What follows belongs to an exercise in optimizing a design on an open flow for small area, a short achievable clock period and few clock cycles; a production flow would make more cautious choices. Function was checked by simulation only, so behaviour that the tests miss may differ from the original.

==> design/flow/design.v <==
module q9_dotacc (
    input  wire         clk,
    input  wire         rst,
    input  wire         in_valid,
    output wire         in_ready,
    input  wire         in_first,
    input  wire         in_last,
    input  wire         in_fmt,
    input  wire [127:0] in_w,
    input  wire [127:0] in_a,
    input  wire [15:0]  in_sw,
    input  wire [15:0]  in_sa,
    output reg          out_valid,
    output wire [31:0]  out_acc,
    output wire         out_nsc,
    output wire         out_of
);
    reg         r0_v, r0_first, r0_last, r0_fmt;
    reg [31:0]  r0_ps;
    reg [95:0]  r0_wm, r0_am;
    reg [15:0]  r0_sw, r0_sa;
    reg rdy;
    assign in_ready = rdy;
    integer i;
    always @(posedge clk) begin
        r0_v     <= ~rst & in_valid & in_ready;
        rdy      <= rst | ~(in_valid & in_ready & in_fmt);
        r0_first <= in_first;
        r0_last  <= in_last;
        r0_fmt   <= in_fmt;
        r0_sw    <= in_sw;
        r0_sa    <= in_sa;
        for (i = 0; i < 32; i = i + 1) begin
            r0_ps[i]         <= in_w[4*i+3] ^ in_a[4*i+3];
            r0_wm[3*i +: 3]  <= in_w[4*i +: 3];
            r0_am[3*i +: 3]  <= in_a[4*i +: 3];
        end
    end
    wire signed [12:0] s_lo, s_hi;
    q9_half_dot u_dot_lo (.ps(r0_ps[15:0]),  .wm(r0_wm[47:0]),  .am(r0_am[47:0]),  .s(s_lo));
    q9_half_dot u_dot_hi (.ps(r0_ps[31:16]), .wm(r0_wm[95:48]), .am(r0_am[95:48]), .s(s_hi));
    wire signed [13:0] s_first = {s_lo[12], s_lo} + (r0_fmt ? 14'sd0 : {s_hi[12], s_hi});
    reg         h_v, h_last;
    reg  [12:0] h_s;
    reg  [7:0]  h_sw, h_sa;
    always @(posedge clk) begin
        h_v    <= ~rst & ~h_v & r0_v & r0_fmt;
        h_last <= r0_last;
        h_s    <= s_hi;
        h_sw   <= r0_sw[15:8];
        h_sa   <= r0_sa[15:8];
    end
    reg                u_v, u_first, u_last, u_qf4;
    reg  signed [13:0] u_s;
    reg         [7:0]  u_sw, u_sa;
    always @(posedge clk) begin
        u_v     <= ~rst & (h_v | r0_v);
        u_first <= ~h_v & r0_first;
        u_last  <= h_v ? h_last : (r0_last & ~r0_fmt);
        u_qf4   <= h_v | r0_fmt;
        u_s     <= h_v ? {h_s[12], h_s} : s_first;
        u_sw    <= h_v ? h_sw : r0_sw[7:0];
        u_sa    <= h_v ? h_sa : r0_sa[7:0];
    end
    wire               c_nan, c_sign;
    wire        [18:0] c_sig;
    wire signed [9:0]  c_k;
    q9_contrib u_c (
        .s(u_s), .qf4(u_qf4), .sw(u_sw), .sa(u_sa),
        .c_nan(c_nan), .c_sign(c_sign), .c_sig(c_sig), .c_k(c_k)
    );
    reg         r1_v, r1_first, r1_last;
    reg         r1_nan, r1_sign;
    reg  [18:0] r1_sig;
    reg  [9:0]  r1_k;
    always @(posedge clk) begin
        r1_v     <= ~rst & u_v;
        r1_first <= u_v & u_first;
        r1_last  <= u_last;
        r1_nan   <= u_v & c_nan;
        r1_sign  <= c_sign;
        r1_sig   <= u_v ? c_sig : 19'd0;
        r1_k     <= u_v ? c_k : -10'sd32;
    end
    reg [31:0] acc;
    reg        nsc;
    reg        ovf;
    assign out_acc = acc;
    assign out_nsc = nsc;
    assign out_of  = ovf;
    wire [31:0] acc_start = r1_first ? 32'h0000_0000 : acc;
    wire [31:0] sum;
    wire        of;
    q9_acc_add u_add (
        .acc(acc_start), .c_nan(r1_nan), .c_sign(r1_sign), .c_sig(r1_sig),
        .c_k(r1_k), .res(sum), .ovf(of)
    );
    always @(posedge clk) begin
        if (rst) begin
            out_valid <= 1'b0;
        end else begin
            out_valid <= r1_v & r1_last;
        end
        acc <= sum;
        nsc <= (r1_first ? 1'b0 : nsc) | r1_nan;
        ovf <= (r1_first ? 1'b0 : ovf) | of;
    end
endmodule
module q9_half_dot (
    input  wire        [15:0] ps,
    input  wire        [47:0] wm,
    input  wire        [47:0] am,
    output wire signed [12:0] s
);
    function [7:0] fp4_prod;
        input [2:0] cw, ca;
        reg [3:0] hw, ha;    
        reg [6:0] oh;        
        reg       f3w, f3a, f3, f9;
        begin
            hw[0] = (cw == 3'd1) | (cw == 3'd3);
            hw[1] = (cw == 3'd2) | (cw == 3'd5);
            hw[2] = (cw == 3'd4) | (cw == 3'd7);
            hw[3] = (cw == 3'd6);
            ha[0] = (ca == 3'd1) | (ca == 3'd3);
            ha[1] = (ca == 3'd2) | (ca == 3'd5);
            ha[2] = (ca == 3'd4) | (ca == 3'd7);
            ha[3] = (ca == 3'd6);
            f3w = cw[0] & (cw[2] | cw[1]);
            f3a = ca[0] & (ca[2] | ca[1]);
            f3  = f3w ^ f3a;
            f9  = f3w & f3a;
            oh[0] = hw[0] & ha[0];
            oh[1] = (hw[0] & ha[1]) | (hw[1] & ha[0]);
            oh[2] = (hw[0] & ha[2]) | (hw[1] & ha[1]) | (hw[2] & ha[0]);
            oh[3] = (hw[0] & ha[3]) | (hw[1] & ha[2]) | (hw[2] & ha[1]) | (hw[3] & ha[0]);
            oh[4] = (hw[1] & ha[3]) | (hw[2] & ha[2]) | (hw[3] & ha[1]);
            oh[5] = (hw[2] & ha[3]) | (hw[3] & ha[2]);
            oh[6] = hw[3] & ha[3];
            fp4_prod[0] = oh[0];
            fp4_prod[1] = oh[1] | (f3 & oh[0]);
            fp4_prod[2] = oh[2] | (f3 & oh[1]);
            fp4_prod[3] = oh[3] | (f3 & oh[2]) | (f9 & oh[0]);
            fp4_prod[4] = oh[4] | (f3 & oh[3]) | (f9 & oh[1]);
            fp4_prod[5] = oh[5] | (f3 & oh[4]) | (f9 & oh[2]);
            fp4_prod[6] = oh[6] | (f3 & oh[5]) | (f9 & oh[3]);
            fp4_prod[7] = f9 & oh[4];
        end
    endfunction
    wire [7:0] x0 = fp4_prod(wm[0 +: 3], am[0 +: 3]) ^ {8{ps[0]}};
    wire [7:0] x1 = fp4_prod(wm[3 +: 3], am[3 +: 3]) ^ {8{ps[1]}};
    wire [7:0] x2 = fp4_prod(wm[6 +: 3], am[6 +: 3]) ^ {8{ps[2]}};
    wire [7:0] x3 = fp4_prod(wm[9 +: 3], am[9 +: 3]) ^ {8{ps[3]}};
    wire [7:0] x4 = fp4_prod(wm[12 +: 3], am[12 +: 3]) ^ {8{ps[4]}};
    wire [7:0] x5 = fp4_prod(wm[15 +: 3], am[15 +: 3]) ^ {8{ps[5]}};
    wire [7:0] x6 = fp4_prod(wm[18 +: 3], am[18 +: 3]) ^ {8{ps[6]}};
    wire [7:0] x7 = fp4_prod(wm[21 +: 3], am[21 +: 3]) ^ {8{ps[7]}};
    wire [7:0] x8 = fp4_prod(wm[24 +: 3], am[24 +: 3]) ^ {8{ps[8]}};
    wire [7:0] x9 = fp4_prod(wm[27 +: 3], am[27 +: 3]) ^ {8{ps[9]}};
    wire [7:0] x10 = fp4_prod(wm[30 +: 3], am[30 +: 3]) ^ {8{ps[10]}};
    wire [7:0] x11 = fp4_prod(wm[33 +: 3], am[33 +: 3]) ^ {8{ps[11]}};
    wire [7:0] x12 = fp4_prod(wm[36 +: 3], am[36 +: 3]) ^ {8{ps[12]}};
    wire [7:0] x13 = fp4_prod(wm[39 +: 3], am[39 +: 3]) ^ {8{ps[13]}};
    wire [7:0] x14 = fp4_prod(wm[42 +: 3], am[42 +: 3]) ^ {8{ps[14]}};
    wire [7:0] x15 = fp4_prod(wm[45 +: 3], am[45 +: 3]) ^ {8{ps[15]}};
    wire s1, c2, s3, c4, s5, c6, s7, c8, s9, c10, s11, c12, s13, c14, s15, c16, s17, c18, s19, c20, s21, c22, s23, c24, s25, c26, s27, c28, s29, c30, s31, c32, s33, c34, s35, c36, s37, c38, s39, c40, s41, c42, s43, c44, s45, c46, s47, c48, s49, c50, s51, c52, s53, c54, s55, c56, s57, c58, s59, c60, s61, c62, s63, c64, s65, c66, s67, c68, s69, c70, s71, c72, s73, c74, s75, c76, s77, c78, s79, c80, s81, c82, s83, c84, s85, c86, s87, c88, s89, c90, s91, c92, s93, c94, s95, c96, s97, c98, s99, c100, s101, c102, s103, c104, s105, c106, s107, c108, s109, c110, s111, c112, s113, c114, s115, c116, s117, c118, s119, c120, s121, c122, s123, c124, s125, c126, s127, c128, s129, c130, s131, c132, s133, c134, s135, c136, s137, c138, s139, c140, s141, c142, s143, c144, s145, c146, s147, c148, s149, c150, s151, c152, s153, c154, s155, c156, s157, c158, s159, c160, s161, c162, s163, c164, s165, c166, s167, c168, s169, c170, s171, c172, s173, c174, s175, c176, s177, c178, s179, c180, s181, c182, s183, c184, s185, c186, s187, c188, s189, c190, s191, c192, s193, c194, s195, c196, s197, c198, s199, c200, s201, c202, s203, c204, s205, c206, s207, c208, s209, c210, s211, c212, s213, c214, s215, c216, s217, c218, s219, c220, s221, c222, s223, c224, s225, c226, s227, c228, s229, c230, s231, c232, s233, c234, s235, c236, s237, c238, s239, c240, s241, c242, s243, c244, s245, c246, s247, c248, s249, c250, s251, c252, s253, c254, s255, c256, s257, c258, s259, c260, s261, c262, s263, c264, s265, c266, s267, c268, s269, c270, s271, c272, s273, c274, s275, c276, s277, c278, s279, c280, s281, c282, s283, c284, s285, c286, s287, c288, s289, c290, s291, c292, s293, c294, s295, c296, s297, c298, s299, c300, s301, c302;
    assign s1 = x0[0] ^ ps[0] ^ x1[0];
    assign c2 = (x0[0] & ps[0]) | (x0[0] & x1[0]) | (ps[0] & x1[0]);
    assign s3 = ps[1] ^ x2[0] ^ ps[2];
    assign c4 = (ps[1] & x2[0]) | (ps[1] & ps[2]) | (x2[0] & ps[2]);
    assign s5 = s1 ^ s3 ^ x3[0];
    assign c6 = (s1 & s3) | (s1 & x3[0]) | (s3 & x3[0]);
    assign s7 = ps[3] ^ x4[0] ^ ps[4];
    assign c8 = (ps[3] & x4[0]) | (ps[3] & ps[4]) | (x4[0] & ps[4]);
    assign s9 = x5[0] ^ ps[5] ^ x6[0];
    assign c10 = (x5[0] & ps[5]) | (x5[0] & x6[0]) | (ps[5] & x6[0]);
    assign s11 = ps[6] ^ x7[0] ^ ps[7];
    assign c12 = (ps[6] & x7[0]) | (ps[6] & ps[7]) | (x7[0] & ps[7]);
    assign s13 = x8[0] ^ ps[8];
    assign c14 = x8[0] & ps[8];
    assign s15 = c2 ^ c4 ^ x0[1];
    assign c16 = (c2 & c4) | (c2 & x0[1]) | (c4 & x0[1]);
    assign s17 = x1[1] ^ x2[1] ^ x3[1];
    assign c18 = (x1[1] & x2[1]) | (x1[1] & x3[1]) | (x2[1] & x3[1]);
    assign s19 = s5 ^ s7 ^ s9;
    assign c20 = (s5 & s7) | (s5 & s9) | (s7 & s9);
    assign s21 = s11 ^ s13 ^ x9[0];
    assign c22 = (s11 & s13) | (s11 & x9[0]) | (s13 & x9[0]);
    assign s23 = ps[9] ^ x10[0] ^ ps[10];
    assign c24 = (ps[9] & x10[0]) | (ps[9] & ps[10]) | (x10[0] & ps[10]);
    assign s25 = c6 ^ c8 ^ c10;
    assign c26 = (c6 & c8) | (c6 & c10) | (c8 & c10);
    assign s27 = c12 ^ c14 ^ s15;
    assign c28 = (c12 & c14) | (c12 & s15) | (c14 & s15);
    assign s29 = s17 ^ x4[1] ^ x5[1];
    assign c30 = (s17 & x4[1]) | (s17 & x5[1]) | (x4[1] & x5[1]);
    assign s31 = x6[1] ^ x7[1] ^ x8[1];
    assign c32 = (x6[1] & x7[1]) | (x6[1] & x8[1]) | (x7[1] & x8[1]);
    assign s33 = x9[1] ^ x10[1];
    assign c34 = x9[1] & x10[1];
    assign s35 = c16 ^ c18 ^ x0[2];
    assign c36 = (c16 & c18) | (c16 & x0[2]) | (c18 & x0[2]);
    assign s37 = x1[2] ^ x2[2] ^ x3[2];
    assign c38 = (x1[2] & x2[2]) | (x1[2] & x3[2]) | (x2[2] & x3[2]);
    assign s39 = x4[2] ^ x5[2] ^ x6[2];
    assign c40 = (x4[2] & x5[2]) | (x4[2] & x6[2]) | (x5[2] & x6[2]);
    assign s41 = x7[2] ^ x8[2] ^ x9[2];
    assign c42 = (x7[2] & x8[2]) | (x7[2] & x9[2]) | (x8[2] & x9[2]);
    assign s43 = x10[2] ^ x11[2] ^ x12[2];
    assign c44 = (x10[2] & x11[2]) | (x10[2] & x12[2]) | (x11[2] & x12[2]);
    assign s45 = x0[3] ^ x1[3] ^ x2[3];
    assign c46 = (x0[3] & x1[3]) | (x0[3] & x2[3]) | (x1[3] & x2[3]);
    assign s47 = x3[3] ^ x4[3] ^ x5[3];
    assign c48 = (x3[3] & x4[3]) | (x3[3] & x5[3]) | (x4[3] & x5[3]);
    assign s49 = x6[3] ^ x7[3] ^ x8[3];
    assign c50 = (x6[3] & x7[3]) | (x6[3] & x8[3]) | (x7[3] & x8[3]);
    assign s51 = x9[3] ^ x10[3] ^ x11[3];
    assign c52 = (x9[3] & x10[3]) | (x9[3] & x11[3]) | (x10[3] & x11[3]);
    assign s53 = x0[4] ^ x1[4] ^ x2[4];
    assign c54 = (x0[4] & x1[4]) | (x0[4] & x2[4]) | (x1[4] & x2[4]);
    assign s55 = x3[4] ^ x4[4] ^ x5[4];
    assign c56 = (x3[4] & x4[4]) | (x3[4] & x5[4]) | (x4[4] & x5[4]);
    assign s57 = x6[4] ^ x7[4] ^ x8[4];
    assign c58 = (x6[4] & x7[4]) | (x6[4] & x8[4]) | (x7[4] & x8[4]);
    assign s59 = x9[4] ^ x10[4];
    assign c60 = x9[4] & x10[4];
    assign s61 = x0[5] ^ x1[5] ^ x2[5];
    assign c62 = (x0[5] & x1[5]) | (x0[5] & x2[5]) | (x1[5] & x2[5]);
    assign s63 = x3[5] ^ x4[5] ^ x5[5];
    assign c64 = (x3[5] & x4[5]) | (x3[5] & x5[5]) | (x4[5] & x5[5]);
    assign s65 = x6[5] ^ x7[5] ^ x8[5];
    assign c66 = (x6[5] & x7[5]) | (x6[5] & x8[5]) | (x7[5] & x8[5]);
    assign s67 = x9[5] ^ x10[5];
    assign c68 = x9[5] & x10[5];
    assign s69 = x0[6] ^ x1[6] ^ x2[6];
    assign c70 = (x0[6] & x1[6]) | (x0[6] & x2[6]) | (x1[6] & x2[6]);
    assign s71 = x3[6] ^ x4[6] ^ x5[6];
    assign c72 = (x3[6] & x4[6]) | (x3[6] & x5[6]) | (x4[6] & x5[6]);
    assign s73 = x6[6] ^ x7[6] ^ x8[6];
    assign c74 = (x6[6] & x7[6]) | (x6[6] & x8[6]) | (x7[6] & x8[6]);
    assign s75 = x9[6] ^ x10[6];
    assign c76 = x9[6] & x10[6];
    assign s77 = x0[7] ^ x1[7] ^ x2[7];
    assign c78 = (x0[7] & x1[7]) | (x0[7] & x2[7]) | (x1[7] & x2[7]);
    assign s79 = x3[7] ^ x4[7] ^ x5[7];
    assign c80 = (x3[7] & x4[7]) | (x3[7] & x5[7]) | (x4[7] & x5[7]);
    assign s81 = x6[7] ^ x7[7] ^ x8[7];
    assign c82 = (x6[7] & x7[7]) | (x6[7] & x8[7]) | (x7[7] & x8[7]);
    assign s83 = x9[7] ^ x10[7];
    assign c84 = x9[7] & x10[7];
    assign s85 = ~ps[0] ^ ~ps[1] ^ ~ps[2];
    assign c86 = (~ps[0] & ~ps[1]) | (~ps[0] & ~ps[2]) | (~ps[1] & ~ps[2]);
    assign s87 = ~ps[3] ^ ~ps[4] ^ ~ps[5];
    assign c88 = (~ps[3] & ~ps[4]) | (~ps[3] & ~ps[5]) | (~ps[4] & ~ps[5]);
    assign s89 = ~ps[6] ^ ~ps[7] ^ ~ps[8];
    assign c90 = (~ps[6] & ~ps[7]) | (~ps[6] & ~ps[8]) | (~ps[7] & ~ps[8]);
    assign s91 = ~ps[9] ^ ~ps[10];
    assign c92 = ~ps[9] & ~ps[10];
    assign s93 = s19 ^ s21 ^ s23;
    assign c94 = (s19 & s21) | (s19 & s23) | (s21 & s23);
    assign s95 = x11[0] ^ ps[11] ^ x12[0];
    assign c96 = (x11[0] & ps[11]) | (x11[0] & x12[0]) | (ps[11] & x12[0]);
    assign s97 = c20 ^ c22 ^ c24;
    assign c98 = (c20 & c22) | (c20 & c24) | (c22 & c24);
    assign s99 = s25 ^ s27 ^ s29;
    assign c100 = (s25 & s27) | (s25 & s29) | (s27 & s29);
    assign s101 = s31 ^ s33 ^ x11[1];
    assign c102 = (s31 & s33) | (s31 & x11[1]) | (s33 & x11[1]);
    assign s103 = c26 ^ c28 ^ c30;
    assign c104 = (c26 & c28) | (c26 & c30) | (c28 & c30);
    assign s105 = c32 ^ c34 ^ s35;
    assign c106 = (c32 & c34) | (c32 & s35) | (c34 & s35);
    assign s107 = s37 ^ s39 ^ s41;
    assign c108 = (s37 & s39) | (s37 & s41) | (s39 & s41);
    assign s109 = s43 ^ x13[2];
    assign c110 = s43 & x13[2];
    assign s111 = c36 ^ c38 ^ c40;
    assign c112 = (c36 & c38) | (c36 & c40) | (c38 & c40);
    assign s113 = c42 ^ c44 ^ s45;
    assign c114 = (c42 & c44) | (c42 & s45) | (c44 & s45);
    assign s115 = s47 ^ s49 ^ s51;
    assign c116 = (s47 & s49) | (s47 & s51) | (s49 & s51);
    assign s117 = x12[3] ^ x13[3] ^ x14[3];
    assign c118 = (x12[3] & x13[3]) | (x12[3] & x14[3]) | (x13[3] & x14[3]);
    assign s119 = c46 ^ c48 ^ c50;
    assign c120 = (c46 & c48) | (c46 & c50) | (c48 & c50);
    assign s121 = c52 ^ s53 ^ s55;
    assign c122 = (c52 & s53) | (c52 & s55) | (s53 & s55);
    assign s123 = s57 ^ s59 ^ x11[4];
    assign c124 = (s57 & s59) | (s57 & x11[4]) | (s59 & x11[4]);
    assign s125 = x12[4] ^ x13[4] ^ x14[4];
    assign c126 = (x12[4] & x13[4]) | (x12[4] & x14[4]) | (x13[4] & x14[4]);
    assign s127 = c54 ^ c56 ^ c58;
    assign c128 = (c54 & c56) | (c54 & c58) | (c56 & c58);
    assign s129 = c60 ^ s61 ^ s63;
    assign c130 = (c60 & s61) | (c60 & s63) | (s61 & s63);
    assign s131 = s65 ^ s67 ^ x11[5];
    assign c132 = (s65 & s67) | (s65 & x11[5]) | (s67 & x11[5]);
    assign s133 = x12[5] ^ x13[5] ^ x14[5];
    assign c134 = (x12[5] & x13[5]) | (x12[5] & x14[5]) | (x13[5] & x14[5]);
    assign s135 = c62 ^ c64 ^ c66;
    assign c136 = (c62 & c64) | (c62 & c66) | (c64 & c66);
    assign s137 = c68 ^ s69 ^ s71;
    assign c138 = (c68 & s69) | (c68 & s71) | (s69 & s71);
    assign s139 = s73 ^ s75 ^ x11[6];
    assign c140 = (s73 & s75) | (s73 & x11[6]) | (s75 & x11[6]);
    assign s141 = x12[6] ^ x13[6] ^ x14[6];
    assign c142 = (x12[6] & x13[6]) | (x12[6] & x14[6]) | (x13[6] & x14[6]);
    assign s143 = c70 ^ c72 ^ c74;
    assign c144 = (c70 & c72) | (c70 & c74) | (c72 & c74);
    assign s145 = c76 ^ s77 ^ s79;
    assign c146 = (c76 & s77) | (c76 & s79) | (s77 & s79);
    assign s147 = s81 ^ s83 ^ x11[7];
    assign c148 = (s81 & s83) | (s81 & x11[7]) | (s83 & x11[7]);
    assign s149 = x12[7] ^ x13[7] ^ x14[7];
    assign c150 = (x12[7] & x13[7]) | (x12[7] & x14[7]) | (x13[7] & x14[7]);
    assign s151 = c78 ^ c80 ^ c82;
    assign c152 = (c78 & c80) | (c78 & c82) | (c80 & c82);
    assign s153 = c84 ^ s85 ^ s87;
    assign c154 = (c84 & s85) | (c84 & s87) | (s85 & s87);
    assign s155 = s89 ^ s91 ^ ~ps[11];
    assign c156 = (s89 & s91) | (s89 & ~ps[11]) | (s91 & ~ps[11]);
    assign s157 = ~ps[12] ^ ~ps[13] ^ ~ps[14];
    assign c158 = (~ps[12] & ~ps[13]) | (~ps[12] & ~ps[14]) | (~ps[13] & ~ps[14]);
    assign s159 = s93 ^ s95 ^ ps[12];
    assign c160 = (s93 & s95) | (s93 & ps[12]) | (s95 & ps[12]);
    assign s161 = x13[0] ^ ps[13];
    assign c162 = x13[0] & ps[13];
    assign s163 = c94 ^ c96 ^ s97;
    assign c164 = (c94 & c96) | (c94 & s97) | (c96 & s97);
    assign s165 = s99 ^ s101 ^ x12[1];
    assign c166 = (s99 & s101) | (s99 & x12[1]) | (s101 & x12[1]);
    assign s167 = x13[1] ^ x14[1];
    assign c168 = x13[1] & x14[1];
    assign s169 = c98 ^ c100 ^ c102;
    assign c170 = (c98 & c100) | (c98 & c102) | (c100 & c102);
    assign s171 = s103 ^ s105 ^ s107;
    assign c172 = (s103 & s105) | (s103 & s107) | (s105 & s107);
    assign s173 = s109 ^ x14[2] ^ x15[2];
    assign c174 = (s109 & x14[2]) | (s109 & x15[2]) | (x14[2] & x15[2]);
    assign s175 = c104 ^ c106 ^ c108;
    assign c176 = (c104 & c106) | (c104 & c108) | (c106 & c108);
    assign s177 = c110 ^ s111 ^ s113;
    assign c178 = (c110 & s111) | (c110 & s113) | (s111 & s113);
    assign s179 = s115 ^ s117 ^ x15[3];
    assign c180 = (s115 & s117) | (s115 & x15[3]) | (s117 & x15[3]);
    assign s181 = c112 ^ c114 ^ c116;
    assign c182 = (c112 & c114) | (c112 & c116) | (c114 & c116);
    assign s183 = c118 ^ s119 ^ s121;
    assign c184 = (c118 & s119) | (c118 & s121) | (s119 & s121);
    assign s185 = s123 ^ s125 ^ x15[4];
    assign c186 = (s123 & s125) | (s123 & x15[4]) | (s125 & x15[4]);
    assign s187 = c120 ^ c122 ^ c124;
    assign c188 = (c120 & c122) | (c120 & c124) | (c122 & c124);
    assign s189 = c126 ^ s127 ^ s129;
    assign c190 = (c126 & s127) | (c126 & s129) | (s127 & s129);
    assign s191 = s131 ^ s133 ^ x15[5];
    assign c192 = (s131 & s133) | (s131 & x15[5]) | (s133 & x15[5]);
    assign s193 = c128 ^ c130 ^ c132;
    assign c194 = (c128 & c130) | (c128 & c132) | (c130 & c132);
    assign s195 = c134 ^ s135 ^ s137;
    assign c196 = (c134 & s135) | (c134 & s137) | (s135 & s137);
    assign s197 = s139 ^ s141 ^ x15[6];
    assign c198 = (s139 & s141) | (s139 & x15[6]) | (s141 & x15[6]);
    assign s199 = c136 ^ c138 ^ c140;
    assign c200 = (c136 & c138) | (c136 & c140) | (c138 & c140);
    assign s201 = c142 ^ s143 ^ s145;
    assign c202 = (c142 & s143) | (c142 & s145) | (s143 & s145);
    assign s203 = s147 ^ s149 ^ x15[7];
    assign c204 = (s147 & s149) | (s147 & x15[7]) | (s149 & x15[7]);
    assign s205 = c144 ^ c146 ^ c148;
    assign c206 = (c144 & c146) | (c144 & c148) | (c146 & c148);
    assign s207 = c150 ^ s151 ^ s153;
    assign c208 = (c150 & s151) | (c150 & s153) | (s151 & s153);
    assign s209 = s155 ^ s157 ^ ~ps[15];
    assign c210 = (s155 & s157) | (s155 & ~ps[15]) | (s157 & ~ps[15]);
    assign s211 = c152 ^ c154 ^ c156;
    assign c212 = (c152 & c154) | (c152 & c156) | (c154 & c156);
    assign s213 = c158 ^ c86 ^ c88;
    assign c214 = (c158 & c86) | (c158 & c88) | (c86 & c88);
    assign s215 = c90 ^ c92;
    assign c216 = c90 & c92;
    assign s217 = s159 ^ s161 ^ x14[0];
    assign c218 = (s159 & s161) | (s159 & x14[0]) | (s161 & x14[0]);
    assign s219 = c160 ^ c162 ^ s163;
    assign c220 = (c160 & c162) | (c160 & s163) | (c162 & s163);
    assign s221 = s165 ^ s167;
    assign c222 = s165 & s167;
    assign s223 = c164 ^ c166 ^ c168;
    assign c224 = (c164 & c166) | (c164 & c168) | (c166 & c168);
    assign s225 = s169 ^ s171 ^ s173;
    assign c226 = (s169 & s171) | (s169 & s173) | (s171 & s173);
    assign s227 = c170 ^ c172 ^ c174;
    assign c228 = (c170 & c172) | (c170 & c174) | (c172 & c174);
    assign s229 = s175 ^ s177 ^ s179;
    assign c230 = (s175 & s177) | (s175 & s179) | (s177 & s179);
    assign s231 = c176 ^ c178 ^ c180;
    assign c232 = (c176 & c178) | (c176 & c180) | (c178 & c180);
    assign s233 = s181 ^ s183 ^ s185;
    assign c234 = (s181 & s183) | (s181 & s185) | (s183 & s185);
    assign s235 = c182 ^ c184 ^ c186;
    assign c236 = (c182 & c184) | (c182 & c186) | (c184 & c186);
    assign s237 = s187 ^ s189 ^ s191;
    assign c238 = (s187 & s189) | (s187 & s191) | (s189 & s191);
    assign s239 = c188 ^ c190 ^ c192;
    assign c240 = (c188 & c190) | (c188 & c192) | (c190 & c192);
    assign s241 = s193 ^ s195 ^ s197;
    assign c242 = (s193 & s195) | (s193 & s197) | (s195 & s197);
    assign s243 = c194 ^ c196 ^ c198;
    assign c244 = (c194 & c196) | (c194 & c198) | (c196 & c198);
    assign s245 = s199 ^ s201 ^ s203;
    assign c246 = (s199 & s201) | (s199 & s203) | (s201 & s203);
    assign s247 = c200 ^ c202 ^ c204;
    assign c248 = (c200 & c202) | (c200 & c204) | (c202 & c204);
    assign s249 = s205 ^ s207 ^ s209;
    assign c250 = (s205 & s207) | (s205 & s209) | (s207 & s209);
    assign s251 = c206 ^ c208 ^ c210;
    assign c252 = (c206 & c208) | (c206 & c210) | (c208 & c210);
    assign s253 = s211 ^ s213 ^ s215;
    assign c254 = (s211 & s213) | (s211 & s215) | (s213 & s215);
    assign s255 = c212 ^ c214;
    assign c256 = c212 & c214;
    assign s257 = s217 ^ ps[14];
    assign c258 = s217 & ps[14];
    assign s259 = c218 ^ s219 ^ s221;
    assign c260 = (c218 & s219) | (c218 & s221) | (s219 & s221);
    assign s261 = c220 ^ c222 ^ s223;
    assign c262 = (c220 & c222) | (c220 & s223) | (c222 & s223);
    assign s263 = c224 ^ c226 ^ s227;
    assign c264 = (c224 & c226) | (c224 & s227) | (c226 & s227);
    assign s265 = c228 ^ c230 ^ s231;
    assign c266 = (c228 & c230) | (c228 & s231) | (c230 & s231);
    assign s267 = c232 ^ c234 ^ s235;
    assign c268 = (c232 & c234) | (c232 & s235) | (c234 & s235);
    assign s269 = c236 ^ c238 ^ s239;
    assign c270 = (c236 & c238) | (c236 & s239) | (c238 & s239);
    assign s271 = c240 ^ c242 ^ s243;
    assign c272 = (c240 & c242) | (c240 & s243) | (c242 & s243);
    assign s273 = c244 ^ c246 ^ s247;
    assign c274 = (c244 & c246) | (c244 & s247) | (c246 & s247);
    assign s275 = c248 ^ c250 ^ s251;
    assign c276 = (c248 & c250) | (c248 & s251) | (c250 & s251);
    assign s277 = c252 ^ c254 ^ s255;
    assign c278 = (c252 & c254) | (c252 & s255) | (c254 & s255);
    assign s279 = s257 ^ x15[0];
    assign c280 = s257 & x15[0];
    assign s281 = c258 ^ s259 ^ x15[1];
    assign c282 = (c258 & s259) | (c258 & x15[1]) | (s259 & x15[1]);
    assign s283 = c260 ^ s261 ^ s225;
    assign c284 = (c260 & s261) | (c260 & s225) | (s261 & s225);
    assign s285 = c262 ^ s263 ^ s229;
    assign c286 = (c262 & s263) | (c262 & s229) | (s263 & s229);
    assign s287 = c264 ^ s265 ^ s233;
    assign c288 = (c264 & s265) | (c264 & s233) | (s265 & s233);
    assign s289 = c266 ^ s267 ^ s237;
    assign c290 = (c266 & s267) | (c266 & s237) | (s267 & s237);
    assign s291 = c268 ^ s269 ^ s241;
    assign c292 = (c268 & s269) | (c268 & s241) | (s269 & s241);
    assign s293 = c270 ^ s271 ^ s245;
    assign c294 = (c270 & s271) | (c270 & s245) | (s271 & s245);
    assign s295 = c272 ^ s273 ^ s249;
    assign c296 = (c272 & s273) | (c272 & s249) | (s273 & s249);
    assign s297 = c274 ^ s275 ^ s253;
    assign c298 = (c274 & s275) | (c274 & s253) | (s275 & s253);
    assign s299 = c276 ^ s277 ^ c216;
    assign c300 = (c276 & s277) | (c276 & c216) | (s277 & c216);
    assign s301 = c278 ^ c256;
    assign c302 = c278 & c256;
    wire [12:0] ra = {c302, c300, c298, c296, c294, c292, c290, c288, c286, c284, c282, c280, s279};
    wire [12:0] rb = {1'b1, s301, s299, s297, s295, s293, s291, s289, s287, s285, s283, s281, ps[15]};
    wire [13:0] rc;
    wire [12:0] rs;
    assign rc[0] = 1'b0;
    genvar k;
    generate
        for (k = 0; k < 13; k = k + 1) begin : g_rca
            assign rs[k]   = ra[k] ^ rb[k] ^ rc[k];
            assign rc[k+1] = (ra[k] & rb[k]) | (ra[k] & rc[k]) | (rb[k] & rc[k]);
        end
    endgenerate
    assign s = rs;
endmodule
module q9_contrib (
    input  wire signed [13:0] s,
    input  wire               qf4,
    input  wire        [7:0]  sw,
    input  wire        [7:0]  sa,
    output wire               c_nan,
    output wire               c_sign,
    output wire        [18:0] c_sig,
    output wire signed [9:0]  c_k
);
    wire [12:0] s_abs = s[13] ? -s[12:0] : s[12:0];
    wire [3:0] sig_w = qf4 ? {(sw[7:3] != 5'd0), sw[2:0]} : 4'd1;
    wire [3:0] sig_a = qf4 ? {(sa[7:3] != 5'd0), sa[2:0]} : 4'd1;
    wire [4:0] ew    = (sw[7:3] == 5'd0) ? 5'd1 : sw[7:3];
    wire [4:0] ea    = (sa[7:3] == 5'd0) ? 5'd1 : sa[7:3];
    wire [7:0]  sig_prod = sig_w * sig_a;
    wire [18:0] mag      = s_abs * sig_prod;
    wire signed [10:0] e_lsb = qf4 ? ($signed({6'd0, ew}) + $signed({6'd0, ea}) - 11'sd38)
                                   : ($signed({3'd0, sw}) + $signed({3'd0, sa}) - 11'sd256);
    reg [4:0] lz;
    integer i;
    always @(*) begin
        lz = 5'd19;
        for (i = 0; i < 19; i = i + 1)
            if (mag[i]) lz = 5'd18 - i[4:0];
    end
    wire zero = (mag == 19'd0);
    assign c_nan  = (sw == 8'hFF) | (sa == 8'hFF);
    assign c_sign = s[13] & ~zero;
    assign c_sig  = mag << lz;
    wire signed [10:0] k_raw = e_lsb + 11'sd145 - $signed({6'd0, lz});
    assign c_k    = (zero | (k_raw < -11'sd32)) ? -10'sd32
                  : (k_raw > 11'sd256) ? 10'sd256 : k_raw[9:0];
endmodule
module q9_acc_add (
    input  wire        [31:0] acc,
    input  wire               c_nan,
    input  wire               c_sign,
    input  wire        [18:0] c_sig,
    input  wire signed [9:0]  c_k,
    output reg         [31:0] res,
    output reg                ovf
);
    wire [7:0]  a_e   = acc[30:23];
    wire        a_nz  = (a_e != 8'd0);
    wire        a_max = (a_e == 8'hFF);
    wire        a_nan = a_max & (acc[22:0] != 23'd0);
    wire        a_inf = a_max & (acc[22:0] == 23'd0);
    wire [23:0] a_sig = {a_nz, acc[22:0]};
    wire [7:0]  a_e1  = {a_e[7:1], a_e[0] | ~a_nz};
    wire [23:0] c_s24 = {c_sig, 5'd0};
    wire signed [10:0] d_ac = $signed({3'd0, a_e1}) - $signed({c_k[9], c_k});
    wire signed [10:0] d_ca = $signed({c_k[9], c_k}) - $signed({3'd0, a_e1});
    wire        a_ge  = (a_sig >= c_s24);
    wire        e_gt  = ($signed({2'd0, a_e1}) > c_k);
    wire        e_eq  = ({2'd0, a_e1} == c_k);
    wire        a_big = e_gt | (e_eq & a_ge);
    wire [10:0] d     = a_big ? d_ac : d_ca;
    wire [4:0]  sh    = (d > 11'd27) ? 5'd27 : d[4:0];
    wire [23:0] big_sig = a_big ? a_sig : c_s24;
    wire [23:0] sml_sig = a_big ? c_s24 : a_sig;
    wire        s_big   = a_big ? acc[31] : c_sign;
    wire        s_sml   = a_big ? c_sign : acc[31];
    wire [9:0]  eb_big  = a_big ? {2'd0, a_e1} - 10'd1 : c_k - 10'd1;
    wire [26:0] al0 = {sml_sig, 3'd0};
    wire [26:0] al1 = sh[4] ? {16'd0, al0[26:17], al0[16:0] != 17'd0}  : al0;
    wire [26:0] al2 = sh[3] ? { 8'd0, al1[26:9],  al1[8:0]  != 9'd0}   : al1;
    wire [26:0] al3 = sh[2] ? { 4'd0, al2[26:5],  al2[4:0]  != 5'd0}   : al2;
    wire [26:0] al4 = sh[1] ? { 2'd0, al3[26:3],  al3[2:0]  != 3'd0}   : al3;
    wire [26:0] s_al = sh[0] ? { 1'd0, al4[26:2], al4[1:0]  != 2'd0}   : al4;
    wire [26:0] b_al = {big_sig, 3'd0};
    wire        sub  = s_big ^ s_sml;
    wire [27:0] x    = {1'b0, b_al} + ({1'b0, s_al} ^ {28{sub}}) + {27'd0, sub};
    wire        neg  = sub & x[27];
    wire        s_lo = (s_al[2:0] != 3'd0);
    wire [27:0] m    = neg ? {1'b0, ~x[26:3], s_al[2:0]} : x;
    wire        sgn  = neg ? s_sml : s_big;
    wire        zero = ~neg & (x == 28'd0);
    wire [26:0] bar  = (eb_big > 10'd26) ? 27'd0 : (27'h4000000 >> eb_big[4:0]);
    wire [26:0] xb   = x[26:0] | bar;
    reg [4:0] ls;
    integer i;
    always @(*) begin
        ls = 5'd27;
        for (i = 0; i < 27; i = i + 1)
            if (xb[i]) ls = 5'd26 - i[4:0];
    end
    wire [26:0] xn   = x[26:0] << ls;
    wire [26:0] mn   = neg ? m[26:0] : xn;
    wire [23:0] kept = m[27] ? m[27:4] : mn[26:3];
    wire        g    = m[27] ? m[3]    : mn[2];
    wire        st   = m[27] ? (m[2:0] != 3'd0) : (mn[1:0] != 2'd0);
    wire        up   = (g & (st | kept[0])) | (neg & ~s_lo);
    wire [24:0] kr   = {1'b0, kept} + {24'd0, up};
    wire [9:0]  e_base = m[27] ? eb_big + 10'd1 : eb_big - {5'd0, ls};
    wire [9:0]  e_fld  = e_base + {8'd0, kr[24:23]};
    wire        e_ovf  = (e_base >= 10'd255) | ((e_base == 10'd254) & (kr[24] | kr[23]))
                       | ((e_base == 10'd253) & kr[24]);
    always @(*) begin
        ovf = 1'b0;
        if (c_nan | a_nan) begin
            res = 32'h7FC0_0000;
        end else if (a_inf) begin
            res = acc;
        end else if (zero) begin
            res = 32'h0000_0000;
        end else if (e_ovf) begin
            res = {sgn, 8'hFF, 23'd0};
            ovf = 1'b1;
        end else begin
            res = {sgn, e_fld[7:0], kr[22:0]};
        end
    end
endmodule
==> design/flow/flow/run.sh <==
#!/bin/bash
# The standard layout (the standard.sh) with three changes to how it is
# built:
#  - synthesis is the standard synthesis script with the final ABC
#    mapping of combinational logic done by flow/q9_abc.script (an
#    area-oriented script) -- see flow/q9_synth.tcl;
#  - every input and output port is buffered by sky130_fd_sc_hd__buf_1 instead
#    of the cell buffer_ports picks by default (clkdlybuf4s50_1);
#  - clock tree synthesis runs with the flow's usual arguments plus
#    -dont_use_dummy_load, with sinks clustered 22 at a time within 300 um.
# Each tool's output goes to the ORFS logs under orfs/logs; this script's own
# output goes to flow_run.log in the folder it runs in.
set -euo pipefail
export Q9_WORK="$PWD"
export Q9_ABC_SCRIPT="$PWD/flow/q9_abc.script"
bash standard.sh \
  "SYNTH_SCRIPT=$PWD/flow/q9_synth.tcl" \
  "BUFFER_PORTS_ARGS=-buffer_cell sky130_fd_sc_hd__buf_1" \
  "CTS_ARGS=-sink_clustering_enable -repair_clock_nets -sink_clustering_size 22 -sink_clustering_max_diameter 300 -dont_use_dummy_load" \
  finish > flow_run.log 2>&1
==> design/flow/flow/q9_abc.script <==
strash
dc2
dch -f
map -a
topo
stime -c
buffer -c
upsize -c
dnsize -c
==> design/flow/flow/q9_synth.tcl <==
# The standard synthesis (its synth_recipe.tcl, sourced unchanged), with
# one change: the final ABC technology mapping of the combinational logic uses
# flow/q9_abc.script, an area-oriented script, instead of ORFS's
# abc_area.script. Registers are mapped before that step and are not passed
# to ABC, so they are the standard synthesis's.
proc abc {args} {
    set i [lsearch -exact $args -script]
    if {$i >= 0} {
        set args [lreplace $args [expr {$i + 1}] [expr {$i + 1}] $::env(Q9_ABC_SCRIPT)]
    }
    puts "q9_synth: abc with $::env(Q9_ABC_SCRIPT)"
    yosys abc {*}$args
}
source $::env(Q9_WORK)/synth_recipe.tcl
==> design/flow/standard.sh <==
#!/bin/bash
# synth_recipe.tcl (not shown) runs the flow's synth.tcl, then flattens the netlist and writes it again
# the make line also repeats each setting of config.mk as NAME=value (left out here)
make -C /OpenROAD-flow-scripts/flow DESIGN_CONFIG=/design/flow/config.mk WORK_HOME=/design/flow/orfs CLKGATE_MAP_FILE= SYNTH_SCRIPT=/design/flow/synth_recipe.tcl "${@:-finish}"
==> design/flow/config.mk <==
export PLATFORM = sky130hd
export DESIGN_NAME = q9_dotacc
export DESIGN_NICKNAME = q9_dotacc
export VERILOG_FILES = /design/flow/design.v
export SDC_FILE = /design/flow/constraint.sdc
export NUM_CORES = 4
export LEC_CHECK = 0
export ABC_AREA = 1
export CAP_MARGIN = 20
export CORE_MARGIN = 2
export CORE_UTILIZATION = 70
export CTS_CLUSTER_DIAMETER = 300
export CTS_CLUSTER_SIZE = 22
export SLEW_MARGIN = 20
==> design/flow/constraint.sdc <==
create_clock -name core_clock -period 90.0 [get_ports {clk}]
set_input_delay 18.0000 -clock core_clock [delete_from_list [all_inputs] [get_ports {clk}]]
set_output_delay 18.0000 -clock core_clock [all_outputs]
set_load 0.01 [all_outputs]
==> run_results.csv, run 1 <==
group,metric,value,unit
timing,finalSetupViolations,0,
global_route,use_met2,0.597,
route,ant_nets,0,
clock_tree,clock-root-buffer,"clkbuf_16",
layout,stdcell_count,6640,
synthesis,netlist_area,41400,sq um
timing,finalHoldViolCount,0,
timing,fin_setup_tns,0,ps
synthesis,synthXorXnorAreaFrac,0.0850,
synthesis,synth_nets,6516,
setup_path,endpoint_kind,"output port",
route,dr.pass1.iters,6,
clock_tree,cts.clk_slew.worst_paths,90,ps
route,via_count,37400,
synthesis,ys_types,81,
clock_tree,postCtsHoldBufs,0,
clock_tree,cts_buffers,21,
layout,final_core_util,0.741,
placement,gp_congestion,1.05,
timing,worst_pin_slew,1080,ps
placement,dp_cells,6619,
clock_tree,htreeDepth,1,
global_route,use_met3,0.0440,
synthesis,postSynthAreaPerCell,7.34,sq um
timing,post-route-min-period,19110,ps
die,die-width,247,microns
clock_tree,cts_tree,"yes",
placement,io_buffers,329,
die,die_y,247,microns
run,maxCapViolCount,0,
clock_tree,clk_latency,570,ps
timing,fin_ws,70890,ps
synthesis,async_flop_share,0,
timing,period_share,0.212,
global_route,grt_pass1_wl,169000,microns
route,drt_drc_violations_left,0,
synthesis,synth_top_family_by_area,"adder cells",
global_route,antenna_found_initial,0,
setup_path,worst-endpoint-arrival,1110,ps
synthesis,synth_fa_ha_area_frac,0.242,
route,routedWlPerCell,16.0,microns
synthesis,yosysWarnings,4,
global_route,globalRoute.busiestLayer,"met2",
layout,syn_to_final_growth,5.10,%
die,num_rows,89,
setup_path,crit_path_start_kind,"flip-flop",
setup_path,slowest_delay,380,ps
setup_path,path_class,"reg2out",
layout,layout-drive-gt1-share,0.0309,
global_route,grt.total_usage,0.342,
synthesis,ys_ff_latch,395,
global_route,grt_pass1_vias,35500,
timing,fmax,0.0523,GHz
route,drt_iter0_drc,3111,
outcome,status,"timing/DRC/antenna clean",
setup_path,cp_max_fo,3,
timing,finalMaxSlewViolations,0,
die,start_util,0.705,
route,routed_wl,106000,microns
timing,slew_headroom,0.275,
global_route,met1_usage,0.441,
global_route,grt-ovfl-total,0,
die,die_area,61100,sq um
clock_tree,cts_setup_buffers,0,
clock_tree,ctsResizeCount,0,
route,viasPerCell,5.64,
worst_hold_path,min_path_type,"reg2reg",
timing,rsz0062_at_grt,"no",
synthesis,netlist_instances,5635,
synthesis,dominantRegCellSynth,"dfxtp_1",
setup_path,cp_top_family,"flip-flops",
synthesis,ys_seq_area_frac,0.191,
placement,hpwl,89500,microns
setup_path,crit_chain,"buf_1",
clock_tree,clockBufferDepth,3,
layout,fin_nets,6750,
global_route,grt_start_max_net_pins,85,
setup_path,cp.required,72000,ps
die,num_io_pins,330,
clock_tree,cts_sinks,395,
setup_path,cp_slowest_cell,"dfxtp_1",
synthesis,synth.area.mux_share,0.00121,
synthesis,synth_edf_count,0,
setup_path,path_buf_inv,1,
layout,diodes,0,
placement,place_ws,71480,ps
synthesis,synth-simple-area-share,0.174,
die,coreArea,58700,sq um
timing,finClkSkew,16.3,ps
synthesis,synth-compound-area-share,0.183,
==> synth_stat cells, types with 20 or more instances <==
cell      count  share of area
a21oi_1     418          0.051
a221oi_1     93          0.020
a31oi_1      26         0.0039
xor2_1      370          0.078
o21bai_1     20         0.0036
fa_1        355           0.17
o221ai_1     29         0.0061
buf_6        20         0.0054
o22ai_1      68          0.010
inv_2        35         0.0032
nor2_1      571          0.052
ha_1        232          0.070
o21ai_0     248          0.030
o211ai_1     32         0.0058
nand4_1      25         0.0038
a22oi_1      55          0.010
dfxtp_1     395           0.19
xnor2_1      28         0.0059
inv_1      1109           0.10
o21ai_1      66         0.0080
nand3_1      72         0.0087
nand2_1     922          0.084
a22o_1       34         0.0072
a221o_1      34         0.0082
nor3_1       55         0.0067
clkbuf_1     76         0.0069
==> final cells by class <==
| cell class | instances | area (sq um) |
|---|---|---|
| repair buffers | 345 | 1360 |
| well taps | 773 | 967 |
| multi-input cells | 3950 | 28400 |
| flip-flops and latches | 395 | 7910 |
| inverters | 1156 | 4340 |
| clock buffers | 21 | 526 |
| fillers | 4762 | 15200 |
==> cell usage in the layout, fill, tap and decap left out, drive strengths merged, types with 56 or more instances in the layout <==
| cell | synthesis | final |
|---|---|---|
| inv | 1146 | 1146 |
| nand2 | 938 | 938 |
| nor2 | 587 | 587 |
| a21oi | 422 | 422 |
| dfxtp | 395 | 395 |
| xor2 | 372 | 372 |
| fa | 355 | 355 |
| buf | 55 | 345 |
| o21ai | 325 | 325 |
| ha | 232 | 232 |
| a221oi | 94 | 94 |
| nand3 | 74 | 74 |
| o22ai | 68 | 68 |
| nor3 | 61 | 61 |
| a22oi | 56 | 56 |
==> through the flow <==
| step | hold WS (ps) | area, sq um |
|---|---|---|
| floorplan | 310 | 41400 |
| global placement | 311 | 43000 |
| detailed placement | 312 | 43000 |
| CTS | 322 | 43500 |
| global route | 337 | 43500 |
| finish | 319 | 43500 |
==> state kept, by name, summed over array words and instances (netlist names), 8 cells and up <==
signal / cells
r1_k: 10
r0_ps: 32
u_sa: 8
acc: 32
u_sw: 8
r1_sig: 19
r0_wm: 96
h_sa: 8
u_s: 14
r0_sw: 16
r0_am: 96
h_sw: 8
r0_sa: 16
h_s: 13
==> final timing paths <==
check                 start  slack (ps)          end  cells past startpoint
hold / removal    r0_sa[13]         320      h_sa[5]                      0
setup reg to reg   r1_first       71690      acc[30]                     95
hold reg to reg   r0_sa[13]         320      h_sa[5]                      0
setup / recovery    acc[16]       70890  out_acc[16]                      1
==> kinds of logic (layout without fill, tap and decap cells) <==
group | count (synthesis) | count (layout)
AO/OA/AOI/OAI | 1212 | 1212
XOR/XNOR | 400 | 400
adder cells (fa/ha/maj) | 587 | 587
buffers and inverters | 1290 | 1522
flip-flops | 395 | 395
multiplexers | 5 | 5
AND/OR/NAND/NOR | 1746 | 1746
==> metal layers <==
| layer | up-vias | routed length, microns |
|---|---|---|
| li1 | 18500 | - |
| met3 | 214 | 7650 |
| met5 | - | 0 |
| met4 | 0 | 3600 |
| met1 | 17400 | 44300 |
| met2 | 1351 | 50500 |
Testbench counts, summed over its fixed seeds: cycles 46,863.
==> run 2, diff against run 1 <==
--- a/design/flow/config.mk
+++ b/design/flow/config.mk
@@ -8,7 +8,7 @@
 export ABC_AREA = 1
 export CAP_MARGIN = 20
 export CORE_MARGIN = 2
-export CORE_UTILIZATION = 70
+export CORE_UTILIZATION = 40
 export CTS_CLUSTER_DIAMETER = 300
 export CTS_CLUSTER_SIZE = 22
 export SLEW_MARGIN = 20
==> run_results.csv, run 2 <==
group,metric,value,unit
clock_tree,cts.clk_slew.worst_paths,100,ps
timing,finalSetupViolations,0,
clock_tree,ctsResizeCount,0,
layout,layout-drive-gt1-share,0.0307,
setup_path,worst-endpoint-arrival,1180,ps
setup_path,slowest_delay,400,ps
synthesis,dominantRegCellSynth,"dfxtp_1",
die,num_rows,117,
synthesis,ys_seq_area_frac,0.191,
layout,layout_commonest_cell,"inv_1",
timing,fin_ws,70820,ps
run,maxCapViolCount,0,
layout,fin_nets,6749,
route,routed_wl,117000,microns
placement,hpwl,99400,microns
setup_path,cp_max_fo,4,
synthesis,synth.area.top_cells,"dfxtp_1, fa_1, inv_1, nand2_1, xor2_1",
clock_tree,cts_sinks,395,
setup_path,cp.required,72000,ps
synthesis,synth_most_common_cell,"inv_1",
timing,holdWs,328,ps
timing,finalMaxSlewViolations,0,
layout,largest_registers,"r0_am (96), r0_wm (96)",
die,die_y,326,microns
setup_path,endpoint_kind,"output port",
synthesis,async_flop_share,0,
clock_tree,htreeDepth,1,
synthesis,netlist.area_leader.share,0.191,
setup_path,r2r_start,"r1_first",
timing,rsz0062_at_grt,"no",
worst_hold_path,min_path_type,"reg2reg",
clock_tree,cts_buffers,21,
clock_tree,postCtsHoldBufs,0,
route,drt_iter0_drc,2646,
setup_path,path_class,"reg2out",
layout,final_core_util,0.433,
setup_path,startpoint,"acc[27]",
placement,placed_area,43700,sq um
die,start_util,0.405,
layout,regArea,7910,sq um
timing,finClkSkew,25.4,ps
route,routedWlPerCell,16.1,microns
setup_path,crit_path_start_kind,"flip-flop",
placement,io_buffers,329,
synthesis,ys_types,81,
layout,diodes,0,
synthesis,yosysTopAreaCell,"dfxtp_1",
clock_tree,clockBufferDepth,3,
global_route,grt-ovfl-total,0,
global_route,grt_pass1_vias,35800,
synthesis,synth_edf_count,0,
worst_hold_path,hp-start,"r0_sw[13]",
route,ant_nets,0,
placement,place_ws,71460,ps
timing,period_share,0.213,
timing,finalHoldViolCount,0,
clock_tree,clock-root-buffer,"clkbuf_16",
setup_path,cp_top_family,"flip-flops",
synthesis,yosysWarnings,4,
layout,stdcell_count,7234,
setup_path,path_buf_inv,1,
clock_tree,cts_setup_buffers,0,
timing,slew_headroom,0.293,
route,dr.pass1.iters,8,
layout,multi_input_area,28400,sq um
timing,post-route-min-period,19180,ps
layout,syn_to_final_growth,6.88,%
die,die-width,326,microns
placement,dp_cells,7213,
setup_path,cp_slowest_cell,"dfxtp_1",
global_route,grt_pass1_wl,187000,microns
layout,final_cell_mix,"inv_1, nand2_1, nor2_1",
route,viasPerCell,5.07,
setup_path,crit_chain,"buf_1",
layout,final_cell_area,44200,sq um
layout,fillerInstances,10600,
die,num_io_pins,330,
placement,gp_congestion,0.971,
clock_tree,cts_tree,"yes",
synthesis,synthTopCellsByCount,"inv_1, nand2_1, nor2_1, a21oi_1, dfxtp_1",
global_route,antenna_found_initial,1,
route,via_count,36700,
synthesis,netlist_area,41400,sq um
synthesis,ys_ff_latch,395,
die,coreArea,102000,sq um
timing,worst_pin_slew,1060,ps
timing,fin_setup_tns,0,ps
global_route,grt.total_usage,0.217,
die,die_area,106000,sq um
synthesis,netlist_instances,5635,
clock_tree,clk_latency,600,ps
outcome,status,"timing/DRC/antenna clean",
synthesis,postSynthAreaPerCell,7.34,sq um
timing,fmax,0.0521,GHz
global_route,grt_start_max_net_pins,106,
route,drt_drc_violations_left,0,
synthesis,synth_nets,6516,
-- run 2: cell counts after synthesis --
Identical to the previous run, type by type.
-- run 2: routing by layer --
| layer | up-vias | global-route usage | part of all wire |
|---|---|---|---|
| met3 | 121 | 0.0190 | 0.047 |
| met2 | 841 | 0.379 | 0.48 |
| met4 | 2 | 0.0520 | 0.025 |
| met1 | 17300 | 0.289 | 0.45 |
| met5 | - | 0 | 0.000060 |
| li1 | 18500 | - | - |
-- run 2: final cells by class --
type / instances / share of cell area
Clock buffer: 21 / 0.0119
Sequential cell: 395 / 0.179
Inverter: 1156 / 0.0982
Timing Repair Buffer: 344 / 0.0305
Tap cell: 1368 / 0.0387
Multi-Input combinational cell: 3950 / 0.642
-- run 2: worst paths after layout --
kind | to | slack (ps) | cells past startpoint
setup / recovery | out_acc[27] | 70820 | 1
hold / removal | h_sw[5] | 330 | 0
setup reg to reg | acc[30] | 71670 | 89
hold reg to reg | h_sw[5] | 330 | 0
-- run 2: cell families after synthesis --
family | share of synthesized area
AOI/OAI and AO/OA | 0.183
buffers and inverters | 0.123
adders and majority gates | 0.242
xor gates and xnor gates | 0.0850
muxes | 0.00121
and+or+nand+nor | 0.174
DFF | 0.191
==> run 3, diff against run 2 <==
--- a/design/flow/design.v
+++ b/design/flow/design.v
@@ -495,8 +495,8 @@
     wire [3:0] sig_a = qf4 ? {(sa[7:3] != 5'd0), sa[2:0]} : 4'd1;
     wire [4:0] ew    = (sw[7:3] == 5'd0) ? 5'd1 : sw[7:3];
     wire [4:0] ea    = (sa[7:3] == 5'd0) ? 5'd1 : sa[7:3];
-    wire [7:0]  sig_prod = sig_w * sig_a;
-    wire [18:0] mag      = s_abs * sig_prod;
+    wire [16:0] mag_w    = s_abs * sig_w;
+    wire [18:0] mag      = mag_w * sig_a;
     wire signed [10:0] e_lsb = qf4 ? ($signed({6'd0, ew}) + $signed({6'd0, ea}) - 11'sd38)
                                    : ($signed({3'd0, sw}) + $signed({3'd0, sa}) - 11'sd256);
     reg [4:0] lz;
@@ -573,7 +573,8 @@
     wire        g    = m[27] ? m[3]    : mn[2];
     wire        st   = m[27] ? (m[2:0] != 3'd0) : (mn[1:0] != 2'd0);
     wire        up   = (g & (st | kept[0])) | (neg & ~s_lo);
-    wire [24:0] kr   = {1'b0, kept} + {24'd0, up};
+    wire [24:0] kinc = {1'b0, kept} + 25'd1;
+    wire [24:0] kr   = up ? kinc : {1'b0, kept};
     wire [9:0]  e_base = m[27] ? eb_big + 10'd1 : eb_big - {5'd0, ls};
     wire [9:0]  e_fld  = e_base + {8'd0, kr[24:23]};
     wire        e_ovf  = (e_base >= 10'd255) | ((e_base == 10'd254) & (kr[24] | kr[23]))
--- a/design/flow/config.mk
+++ b/design/flow/config.mk
@@ -8,7 +8,7 @@
 export ABC_AREA = 1
 export CAP_MARGIN = 20
 export CORE_MARGIN = 2
-export CORE_UTILIZATION = 40
+export CORE_UTILIZATION = 70
 export CTS_CLUSTER_DIAMETER = 300
 export CTS_CLUSTER_SIZE = 22
 export SLEW_MARGIN = 20
==> run_results.csv, run 3 <==
group,metric,value,unit
clock_tree,cts_tree,"yes",
setup_path,cp_slowest_cell,"dfxtp_1",
synthesis,ys_types,77,
timing,finClkSkew,24.9,ps
setup_path,crit_chain,"buf_1",
timing,post-route-min-period,19130,ps
layout,fin_nets,6743,
route,viasPerCell,5.71,
setup_path,cp_top_family,"flip-flops",
global_route,grt_start_max_net_pins,111,
die,start_util,0.709,
synthesis,yosysTopAreaCell,"dfxtp_1",
synthesis,ys_seq_area_frac,0.193,
global_route,grt_pass1_wl,176000,microns
global_route,met1_usage,0.462,
timing,finalMaxSlewViolations,0,
setup_path,path_buf_inv,1,
layout,final_cell_mix,"inv_1, nand2_1, nor2_1",
route,via_count,38000,
die,num_io_pins,330,
timing,worst_pin_slew,1090,ps
synthesis,ys_ff_latch,395,
clock_tree,cts_buffers,21,
setup_path,endpoint_kind,"output port",
setup_path,slowest_delay,390,ps
run,maxCapViolCount,0,
timing,fmax,0.0523,GHz
route,dr.pass1.iters,11,
timing,period_share,0.213,
layout,syn_to_final_growth,5.44,%
placement,gp_congestion,1.00,
clock_tree,clockBufferDepth,3,
synthesis,netlist_area,41000,sq um
setup_path,cp.required,72000,ps
die,coreArea,57800,sq um
worst_hold_path,min_path_type,"reg2reg",
global_route,use_met3,0.0540,
timing,finalHoldViolCount,0,
synthesis,synthTopCellsByCount,"inv_1, nand2_1, nor2_1, a21oi_1, dfxtp_1",
layout,layout_commonest_cell,"inv_1",
die,die_area,60500,sq um
placement,hpwl,92500,microns
setup_path,path_class,"reg2out",
setup_path,crit_path_start_kind,"flip-flop",
placement,placed_area,42700,sq um
clock_tree,ctsResizeCount,0,
synthesis,netlist_instances,5647,
synthesis,postSynthAreaPerCell,7.26,sq um
timing,finalSetupViolations,0,
global_route,grt.total_usage,0.359,
synthesis,netlist.area_leader.share,0.193,
synthesis,yosysWarnings,4,
clock_tree,postCtsHoldBufs,0,
outcome,status,"timing/DRC/antenna clean",
timing,rsz0062_at_grt,"no",
route,drt_iter0_drc,3524,
clock_tree,htreeDepth,1,
route,routed_wl,110000,microns
die,die_y,246,microns
synthesis,synth_edf_count,0,
die,die-width,246,microns
die,num_rows,88,
route,drt_drc_violations_left,0,
synthesis,async_flop_share,0,
clock_tree,cts_setup_buffers,0,
setup_path,cp_max_fo,4,
placement,io_buffers,329,
synthesis,synth_most_common_cell,"inv_1",
route,ant_nets,0,
layout,largest_registers,"r0_am (96), r0_wm (96)",
timing,fin_setup_tns,0,ps
layout,final_cell_area,43200,sq um
timing,holdWs,331,ps
clock_tree,clk_latency,580,ps
route,routedWlPerCell,16.6,microns
global_route,use_met2,0.616,
layout,diodes,0,
synthesis,synth.area.top_cells,"dfxtp_1, fa_1, inv_1, nand2_1, xor2_1",
global_route,antenna_found_initial,1,
setup_path,worst-endpoint-arrival,1130,ps
synthesis,dominantRegCellSynth,"dfxtp_1",
clock_tree,cts.clk_slew.worst_paths,100,ps
global_route,globalRoute.busiestLayer,"met2",
layout,layout-drive-gt1-share,0.0297,
clock_tree,clock-root-buffer,"clkbuf_16",
synthesis,synth_nets,6505,
clock_tree,cts_sinks,395,
global_route,grt_pass1_vias,36400,
layout,final_core_util,0.748,
timing,slew_headroom,0.268,
global_route,grt-ovfl-total,0,
[run 3: layout make-up]
class                   instances  area [sq um]
clock buffers                  21           526
flip-flops and latches        395          7910
inverters                    1118          4200
repair buffers                346          1360
multi-input cells            4003         28300
well taps                     765           957
fillers                      4629         14600
[run 3: worst paths after layout]
| kind | from | end | slack, ps | cells after the start |
|---|---|---|---|---|
| hold reg to reg | u_last | r1_last | 330 | 0 |
| hold / removal | u_last | r1_last | 330 | 0 |
| setup reg to reg | r1_first | acc[5] | 73750 | 89 |
| setup / recovery | acc[27] | out_acc[27] | 70870 | 1 |
[run 3: per-layer routing]
layer | vias to the layer above | share of wire
li1 | 18600 | -
met1 | 17600 | 0.41
met2 | 1507 | 0.47
met3 | 255 | 0.079
met4 | 2 | 0.038
met5 | - | 0.00014
[run 3: kinds of logic after synthesis]
family,share of synthesized area
compound gates,0.190
xor+xnor,0.0895
fa+ha+maj,0.234
buf+inv,0.118
flops,0.193
mux,0.00171
simple gates,0.174
[run 3: metrics by stage]
| stage | worst slack, ps | cells |
|---|---|---|
| finish | 70870 | 6648 |
| global route | 70830 | 6648 |
| CTS | 70840 | 6648 |
| global placement | 71500 | 6627 |
| floorplan | 71620 | 5647 |
| detailed placement | 71480 | 6627 |
Testbench counts of run 3, summed over its fixed seeds: cycles 46,863.
==> run 4, diff against run 3 <==
==> design/flow/flow/q9_abc.script (replaced) <==
strash
dch
amap
topo
stime -c
buffer -c
upsize -c
dnsize -c
==> run_results.csv, run 4 <==
group,metric,value,unit
synthesis,netlist.area_leader.share,0.196,
setup_path,r2r_start,"r1_first",
timing,holdWs,330,ps
die,num_io_pins,330,
timing,worst_pin_slew,1090,ps
timing,finalHoldViolCount,0,
synthesis,yosysTopAreaCell,"dfxtp_1",
layout,largest_registers,"r0_am (96), r0_wm (96)",
synthesis,synth_edf_count,0,
route,viasPerCell,5.95,
setup_path,crit_chain,"buf_1",
setup_path,cp_max_fo,2,
setup_path,cp_top_family,"flip-flops",
setup_path,path_class,"reg2out",
synthesis,postSynthAreaPerCell,7.23,sq um
route,wl_met3,8980,microns
worst_hold_path,hold-path-endpoint,"h_sw[6]",
clock_tree,cts_setup_buffers,0,
die,die_area,59500,sq um
placement,hpwl,89700,microns
clock_tree,cts_sinks,395,
clock_tree,cts_buffers,21,
clock_tree,cts_tree,"yes",
timing,slew_headroom,0.264,
synthesis,dominantRegCellSynth,"dfxtp_1",
setup_path,cp.required,72000,ps
clock_tree,cts.clk_slew.worst_paths,120,ps
timing,finalMaxSlewViolations,0,
worst_hold_path,hold-path-cell-count,0,
placement,place_ws,71480,ps
placement,io_buffers,329,
timing,rsz0062_at_grt,"no",
worst_hold_path,hp-start,"r0_sw[14]",
route,routedWlPerCell,16.5,microns
setup_path,cp_slowest_cell,"dfxtp_1",
clock_tree,clock-root-buffer,"clkbuf_16",
layout,stdcell_count,6544,
setup_path,endpoint_kind,"output port",
synthesis,synth.area.mux_share,0,
setup_path,r2r_end,"acc[29]",
clock_tree,ctsResizeCount,0,
global_route,grt_pass1_wl,175000,microns
layout,syn_to_final_growth,5.53,%
global_route,grt_start_max_net_pins,69,
placement,gp_congestion,1.05,
route,wl_met2,50000,microns
die,die-width,244,microns
clock_tree,clockBufferDepth,3,
synthesis,netlist_instances,5573,
die,coreArea,56600,sq um
setup_path,slowest_delay,360,ps
global_route,grt_pass1_vias,36200,
setup_path,r2r_cells,71,
timing,fmax,0.0522,GHz
route,via_count,38900,
synthesis,ys_seq_area_frac,0.196,
run,maxCapViolCount,0,
setup_path,crit_path_start_kind,"flip-flop",
synthesis,synthXorXnorAreaFrac,0.000652,
clock_tree,clk_latency,610,ps
clock_tree,postCtsHoldBufs,0,
synthesis,async_flop_share,0,
setup_path,worst-endpoint-arrival,1140,ps
timing,post-route-min-period,19140,ps
synthesis,synth-compound-area-share,0.262,
route,dr.pass1.iters,7,
timing,fin_ws,70860,ps
synthesis,synth_fa_ha_area_frac,0.238,
timing,finClkSkew,78.0,ps
synthesis,synth-simple-area-share,0.206,
route,routed_wl,108000,microns
placement,dp_cells,6523,
layout,diodes,0,
timing,fin_setup_tns,0,ps
worst_hold_path,min_path_type,"reg2reg",
clock_tree,htreeDepth,1,
synthesis,ys_types,82,
synthesis,synth_nets,6431,
route,top_layer,"met5",
setup_path,path_buf_inv,1,
timing,finalSetupViolations,0,
synthesis,synthTopCellsByCount,"nor2_1, inv_1, o21ai_0, a21oi_1, dfxtp_1",
synthesis,synth.area.top_cells,"dfxtp_1, fa_1, nor2_1, inv_1, ha_1",
layout,final_cell_mix,"nor2_1, inv_1, o21ai_0",
route,ant_nets,0,
synthesis,yosysWarnings,4,
layout,layout-drive-gt1-share,0.0425,
synthesis,netlist_area,40300,sq um
timing,period_share,0.213,
route,routedLengthMet1,45300,microns
route,drt_drc_violations_left,0,
synthesis,synth_top_family_by_area,"compound AO/OA/AOI/OAI gates",
die,start_util,0.712,
global_route,grt.total_usage,0.358,
layout,layout_commonest_cell,"nor2_1",
outcome,status,"timing/DRC/antenna clean",
synthesis,ys_ff_latch,395,
route,drt_iter0_drc,3533,
die,die_y,244,microns
die,num_rows,87,
layout,fin_nets,6648,
global_route,grt-ovfl-total,0,
setup_path,reg2reg_slack,74260,ps
global_route,antenna_found_initial,1,
synthesis,synth_most_common_cell,"nor2_1",
[run 4: changes by cell type after synthesis, moves of 215 or more]
cell,change
inv_1,-251
nand2_1,-548
nor2_1,+473
o21ai_0,+223
o22ai_1,+215
xor2_1,-379
[run 4: layer usage]
metal	up-vias	GRT usage
met5	-	0
met4	2	0.118
met3	236	0.0462
met2	1613	0.605
met1	17700	0.476
li1	19400	-
[run 4: logic make-up (layout without fill, tap and decap cells)]
logic type                 Yosys count  count (layout)
AOI/OAI and AO/OA                 1692            1692
buffers and inverters             1020            1235
and+or+nand+nor                   1899            1899
xor gates and xnor gates             3               3
DFF                                395             395
adders and majority gates          564             564
[run 4: worst max path at each step]
stage,start,end,cells past startpoint
2_1_floorplan,acc[25],out_acc[25],0
3_3_place_gp,rst,r0_v,3
3_5_place_dp,rst,rdy,4
4_1_cts,acc[5],out_acc[5],1
5_1_grt,acc[5],out_acc[5],1
6_report,acc[5],out_acc[5],1
[run 4: layout make-up]
cell class | count | area [sq um]
multi-input cells | 4158 | 28500
fillers | 4540 | 14100
flip-flops and latches | 395 | 7910
inverters | 862 | 3240
repair buffers | 352 | 1410
well taps | 756 | 946
clock buffers | 21 | 526
[run 4: stage by stage]
stage	util	area (sq um)
floorplan	-	40300
global placement	0.742	42000
detailed placement	0.742	42000
CTS	0.751	42500
global route	0.751	42500
finish	0.751	42500

## afterwards: timing with drivers on the ports
How much do the figures lean on ideal ports? The routed layouts below were timed once more, with nothing changed but the port constraints. Step 1 assumes that a clkbuf_16 drives the clock port and a buf_2 every other input. Step 2 adds t to the input delays and takes it off the output delays; t is the mean of the earliest and latest rising clock arrival at the registers after step 1. Input paths then give back, and output paths get back, about the clock's delay inside the block. Slacks: no drivers / after step 1 / after step 2; pairs: no drivers / after step 1.
| run | shift t [ns] | slack for setup (ns) | worst slew at a driven data input, ns |
|---|---|---|---|
| run 1 | 0.624 | 70.891 / 70.829 / 71.453 | 0.05 |
| run 2 | 0.651 | 70.816 / 70.754 / 71.405 | 0.05 |
| run 3 | 0.633 | 70.865 / 70.802 / 71.435 | 0.06 |
| run 4 | 0.636 | 70.859 / 70.794 / 71.430 | 0.06 |
After both steps every run listed still meets setup and hold.
